Context: an optimization exercise on an open-source flow, tuned for small area, a short achievable clock period and few clock cycles per item. The choices shown serve that exercise and are no tape-out recipe. Function was checked by simulation only, so behaviour that the tests miss may differ from the original.

==> flow/design.v, too long to show whole: its modules and the start of the top module <==
// module clu_law: 499 lines
// module clu_mac: 1922 lines
// module clu_xmul: 396 lines
module clu_law (
    input  wire        clk,
    input  wire        rst,           
    input  wire        start,
    output wire        ready,
    output reg         done,
    input  wire [23:0] err_value,
    input  wire        err_ovr,
    input  wire [1:0]  win,           
    input  wire [1:0]  nsec,
    input  wire        ffg,
    input  wire        startm,
    input  wire [1:0]  cmd,           
    input  wire [15:0] manduty,
    input  wire [15:0] dmin,
    input  wire [15:0] dmax,
    input  wire [31:0] g_in,          
    input  wire [31:0] kp,
    input  wire [31:0] ki,
    input  wire [31:0] kd,
    input  wire [31:0] imax,
    input  wire [31:0] imin,
    input  wire [31:0] ffk,
    input  wire [31:0] s0b0, input wire [31:0] s0b1, input wire [31:0] s0b2,
    input  wire [31:0] s0a1, input wire [31:0] s0a2,
    input  wire [31:0] s1b0, input wire [31:0] s1b1, input wire [31:0] s1b2,
    input  wire [31:0] s1a1, input wire [31:0] s1a2,
    input  wire [31:0] s2b0, input wire [31:0] s2b1, input wire [31:0] s2b2,
    input  wire [31:0] s2a1, input wire [31:0] s2a2,
    output reg  [31:0] x_out,
    output reg  [31:0] p_out,
    output wire [31:0] i_out,
    output reg  [31:0] d_out,
    output reg  [31:0] ff_out,
    output reg  [31:0] pre_out,
    output reg  [15:0] duty_out,
    output reg         sat_hi,
    output reg         sat_lo,
    output reg         awhold,
    output reg         nsat,
    output reg         preset_sat,
    output reg  [1:0]  mode           
);
  // ...
==> flow/flow/run.sh <==
#!/bin/bash
# Standard layout (the standard.sh, standard synthesis) with a denser
# floorplan, the smallest buffer on every port, and timing repair aiming at a
# setup margin below the 25 ns clock so that the achieved period is short.
set -euo pipefail
bash standard.sh CORE_UTILIZATION=40 PLACE_DENSITY=0.55 SETUP_SLACK_MARGIN=18.5 \
    "BUFFER_PORTS_ARGS=-buffer_cell sky130_fd_sc_hd__buf_1" finish > standard.log 2>&1
==> flow/standard.sh <==
#!/bin/bash
# synth_recipe.tcl (not shown) runs the flow's synth.tcl, then flattens the netlist and writes it again
# the make line also repeats each setting of config.mk as NAME=value (left out here)
make -C /OpenROAD-flow-scripts/flow DESIGN_CONFIG=/design/flow/config.mk WORK_HOME=/design/flow/orfs CLKGATE_MAP_FILE= SYNTH_SCRIPT=/design/flow/synth_recipe.tcl "${@:-finish}"
==> flow/config.mk <==
export PLATFORM = sky130hd
export DESIGN_NAME = clu_law
export DESIGN_NICKNAME = clu_law
export VERILOG_FILES = /design/flow/design.v
export SDC_FILE = /design/flow/constraint.sdc
export NUM_CORES = 4
export LEC_CHECK = 0
export CAP_MARGIN = 20
export CORE_MARGIN = 2
export CORE_UTILIZATION = 30
export PLACE_DENSITY = 0.5
export SLEW_MARGIN = 20
==> flow/constraint.sdc <==
create_clock -name core_clock -period 25.0 [get_ports {clk}]
set_input_delay 5.0000 -clock core_clock [delete_from_list [all_inputs] [get_ports {clk}]]
set_output_delay 5.0000 -clock core_clock [all_outputs]
set_load 0.01 [all_outputs]
==> results by group, run 1 <==
Setup path
  – Worst R2R End: xz[33]$_DFF_P_
  – Critical R2R Launch: xr_v[23]$_DFF_P_
  – Cell family with the largest share of critical-path delay: compound AO/OA/AOI/OAI gates
  – WP buf/inv: 3
  – Most used cell, CP: fa_1
  – Flop2flop setup slack: 18.37 ns

Status
  – Status: complete, no violations

Min path
  – WHS Endpoint: r_tag[3]$_SDFF_PP0_
  – Hold Startpoint: m_rtag[3]$_SDFF_PP0_
  – Hold depth: 1

Timing
  – Fin. max-slew vios: 0
  – Layout Skew: 0.0694 ns

Finish
  – Non-filler cells, final: 13700
  – Final instance area: 102000 um^2
  – #MultiIn Comb: 7027
  – Fillers: 21200
  – Final net count: 12700
  – Ant. Diodes: 127
  – Cell type taking the most area: multi-input gates
  – Logic inverters: 1166

Logic synthesis
  – Synthesized area: 87800 um^2
  – Cells after Synth: 9871
  – Post-synth EDFFs: 195

Global route
  – Busiest grt layer: met2
  – First-pass GRT wire length: 652000 um
  – Grt total ovfl: 0

Die
  – Row cnt: 171
  – Initial core utilization: 0.403
  – Top-Level Pins: 1005
  – Die Wd: 472 um
  – N_taps: 2854
  – Chip Height: 472 um

Clock tree
  – Clock Sinks: 966
  – Clock transition at the registers of the reported paths: 0.06 ns

Drt
  – Metal2 WL: 209000 um

Place
  – Post-DP Area: 95100 um^2
Testbench counts, summed over its fixed seeds: cycles 158,610, items 9,600.
==> run 2: changes to the inputs <==
--- a/flow/flow/run.sh
+++ b/flow/flow/run.sh
@@ -5,3 +5,3 @@
 set -euo pipefail
-bash standard.sh CORE_UTILIZATION=40 PLACE_DENSITY=0.55 SETUP_SLACK_MARGIN=18.5 \
+bash standard.sh CORE_UTILIZATION=30 PLACE_DENSITY=0.5 SETUP_SLACK_MARGIN=18.5 \
     "BUFFER_PORTS_ARGS=-buffer_cell sky130_fd_sc_hd__buf_1" finish > standard.log 2>&1
==> results by group, run 2 <==
Setup path
  – WP buf/inv: 1 (-2)
  – Critical Path Sink: opB[24]$_DFF_P_
  – Max FO, Critical Path: 1
  – Max stage delay on crit path: 0.83 ns
  – Critical path origin: kd[24]
  – Flop2flop setup slack: 18.48 ns (+0.11 ns)
  – R2r worst-path depth: 27
  – Crit path cell chain: buf_1 > a221o_1 > a221oi_2 > nand4_1 > a221oi_1 > a31oi_1
  – Worst R2R End: xz[33]$_DFF_P_
  – Worst Setup End Kind: register
  – Worst path slowest cell: a221oi_1
  – Critical path launch point type: input port
  – Worst EP required: 25.59 ns
  – Critical path class: input port to register
  – CP Data Arrival Time: 7.19 ns
  – Critical path depth: 6
  – Critical R2R Launch: xr_v[23]$_DFF_P_
  – Cell family with the largest share of critical-path delay: compound AO/OA/AOI/OAI gates

Timing
  – Layout Skew: 0.0853 ns (+0.0159 ns)
  – Final min period: 6.60 ns
  – Fin. Hold Viols: 0
  – Fin. max-slew vios: 0 (unchanged)
  – Worst setup margin: 18.40 ns
  – Worst Max-Slew Pin Slew: 1.23 ns
  – Final number of setup-violating endpoints: 0
  – Setup_tns: 0 ns
  – Period utilisation layout: 0.264
  – Fmax: 0.151 GHz
  – Slew margin rel.: 0.172
  – RSZ-0062 raised after global routing: yes
  – Hold slack: 0.431 ns

Global route
  – Antenna violations before repair: 112
  – Largest net degree at the start of global routing: 196
  – First-pass GRT wire length: 655000 um (+0.40%)
  – Vias in the first global route: 83400
  – Grt total ovfl: 0 (unchanged)
  – Total GRT Usage: 0.310

Clock tree
  – Clock Sinks: 966 (unchanged)
  – Clk buf depth: 3
  – CTS Buf Count: 118
  – Htree depth: 3
  – Clock transition at the registers of the reported paths: 0.06 ns (about the same)
  – Worst-skew pair later-pin latency: 0.80 ns
  – TritonCTS clock tree: done
  – Hold-fix buffers, CTS: 0
  – Root Driver: clkbuf_16

Die
  – Die area: 297000 um^2
  – Initial core utilization: 0.302 (-0.102)
  – Top-Level Pins: 1005 (unchanged)
  – Die Wd: 545 um (+15%)
  – Core ar.: 291000 um^2
  – Row cnt: 198 (+16%)
  – Chip Height: 545 um (+15%)

Logic synthesis
  – Distinct cells, synth: 106
  – Syn. warnings: 1
  – Synthesized area: 87800 um^2 (unchanged)
  – Top cell type's share of synthesized area: 0.176
  – Area contributors post-synth: dfxtp_1, fa_1, ha_1
  – Seq/Total Area, Yosys: 0.243
  – Main flop type after synthesis: dfxtp_1
  – Post-synth EDFFs: 195 (unchanged)
  – Syn Nets: 11900
  – Synth area leader: dfxtp_1
  – Post-synthesis register bit count: 966
  – FFs w/ async S/R, synth: 0
  – Most frequent cells after synthesis: inv_1, a22oi_1, dfxtp_1
  – Cells after Synth: 9871 (unchanged)
  – Avg Inst Size Synth: 8.89 um^2
  – Count leader, synth: inv_1

Drt
  – Routed vias: 84700
  – Initial DRT Pass Iterations: 9
  – DRT iter0 DRCs: 9953
  – Routed Antenna Nets: 0
  – Remaining DRCs: 0
  – WL/cell: 32.5 um
  – DRT Wirelength: 480000 um
  – Routed vias/inst: 5.74

Finish
  – Core Util, Final: 0.358
  – Layout cell share with drive strength beyond 1: 0.113
  – Largest registers: accS x66, accC x65
  – Commonest non-fill, non-tap cell in the layout: inv_1
  – Largest register FFs: 66
  – Fillers: 30100 (+42%)
  – Register area: 21500 um^2
  – Area delta synth->final: 18.7%
  – Most flops, register: accS
  – Footprint of the multi-input gates: 61800 um^2
  – Final net count: 12700 (+0.17%)
  – Most frequent cells in the layout: inv_1, buf_1, a22oi_1, fa_1, dfxtp_1

Status
  – Status: complete, no violations

Place
  – Pre-CTS setup slack: 16.66 ns
  – DP HPWL: 360000 um
  – Port buffer count: 1004
  – Gpl congestion: 1.03

Job
  – Max cap viols: 0

Min path
  – Hold WC Path Type: register to register
[run 2: repair_timing]
action / CTS / global route
hold endpoints to repair: 0 / 0
gates cloned: 1 / 3
pin swaps: 69 / 81
buffers inserted: 135 / 42
gates resized for setup: 356 / 170
endpoints found under the setup margin: 534 / 240
[run 2: worst reg2reg max path: stages, from the launching register on]
cell	delay (ns)
dfxtp_4	0.43
buf_12	0.14
buf_8	0.11
xor2_4	0.29
clkinvlp_4	0.23
fa_2	0.57
fa_1	0.43
inv_2	0.07
fa_2	0.44
fa_1	0.54
ha_4	0.19
a211oi_2	0.19
nand2_1	0.09
nand2_1	0.08
a21o_1	0.14
a31oi_1	0.07
buf_4	0.17
a211oi_4	0.23
a2111o_1	0.24
a31oi_4	0.11
a41o_4	0.26
a221oi_2	0.21
nor2b_1	0.09
o21a_1	0.19
o21a_1	0.19
or4_4	0.44
a31oi_4	0.18
xnor2_1	0.08
[run 2: cell type report]
type | count | share of cell area
clock buffers | 155 | 0.0325
multi-input cells | 7028 | 0.592
well taps | 3900 | 0.0468
flip-flops and latches | 966 | 0.206
inverters | 1166 | 0.0423
repair buffers | 1402 | 0.0719
diodes | 53 | 0.00127
clock inverters | 70 | 0.00672
[run 2: routing by layer]
layer  track usage  up-vias  wire [um]
met3        0.0947     1091      53100
met4         0.152       40      27800
met1         0.396    42400     190000
met5             0        -        275
li1              -    36000          -
met2         0.474     5089     208000
[run 2: per-stage QoR]
stage                     cells  cell area [um^2]
final                     14700            104000
after global routing      14700            104000
after CTS                 14600            103000
after detailed placement  14300             96400
after global placement    14300             96400
after floorplan            9871             88200
[run 2: worst min path at each step]
stage	from	to	slack, ns	cells past startpoint
after floorplan	r_hold$_DFF_P_	r2_op[0]$_SDFF_PP0_	0.40	1
after global placement	s_prev[4]$_SDFFE_PP0P_	s_prev[4]$_SDFFE_PP0P_	0.44	2
after detailed placement	s_prev[21]$_SDFFE_PP0P_	s_prev[21]$_SDFFE_PP0P_	0.45	2
after CTS	s_prev[21]$_SDFFE_PP0P_	s_prev[21]$_SDFFE_PP0P_	0.46	2
after global routing	m_rtag[3]$_SDFF_PP0_	r_tag[3]$_SDFF_PP0_	0.46	1
final	y21[21]$_SDFFE_PP0P_	y22[21]$_SDFFE_PP0P_	0.43	2
[run 2: cells by family after synthesis]
group	Yosys count	synth area share
compound gates	2567	0.204
buf+inv	1879	0.0812
fa+ha+maj	1261	0.242
simple gates	2164	0.117
mux	173	0.0262
flops	966	0.243
xor+xnor	861	0.0861

-- what the ideal ports hide --
The results above use ideal ports. As a check the final layouts listed here were re-extracted and re-timed, cells and wires unchanged.
Step 1 (the two cells are an assumption about what drives the block):
set clk [get_ports {clk}]
set_driving_cell -lib_cell sky130_fd_sc_hd__clkbuf_16 $clk
set_driving_cell -lib_cell sky130_fd_sc_hd__buf_2 [delete_from_list [all_inputs] $clk]
Step 2 also shifts input and output timing later by t, the mid clock arrival at the registers, as if the neighbouring blocks saw the same clock.
Slacks: ideal / step 1 / step 2; pairs: ideal / step 1.
run	t (ns)	setup slack, ns	worst setup path at the end	latest minus earliest clock arrival (ns)	slew at the worst register clock pin (ns)
run 1	0.881	18.369 / 18.328 / 17.613	input to register	0.076 / 0.077	0.07 / 0.07
run 2	0.875	18.399 / 18.301 / 17.581	input to register	0.088 / 0.088	0.09 / 0.09
After both steps every run listed still meets setup and hold. For run 2, which loses most, drivers alone change the setup slack by -0.098 ns; drivers and shift together by -0.818 ns.
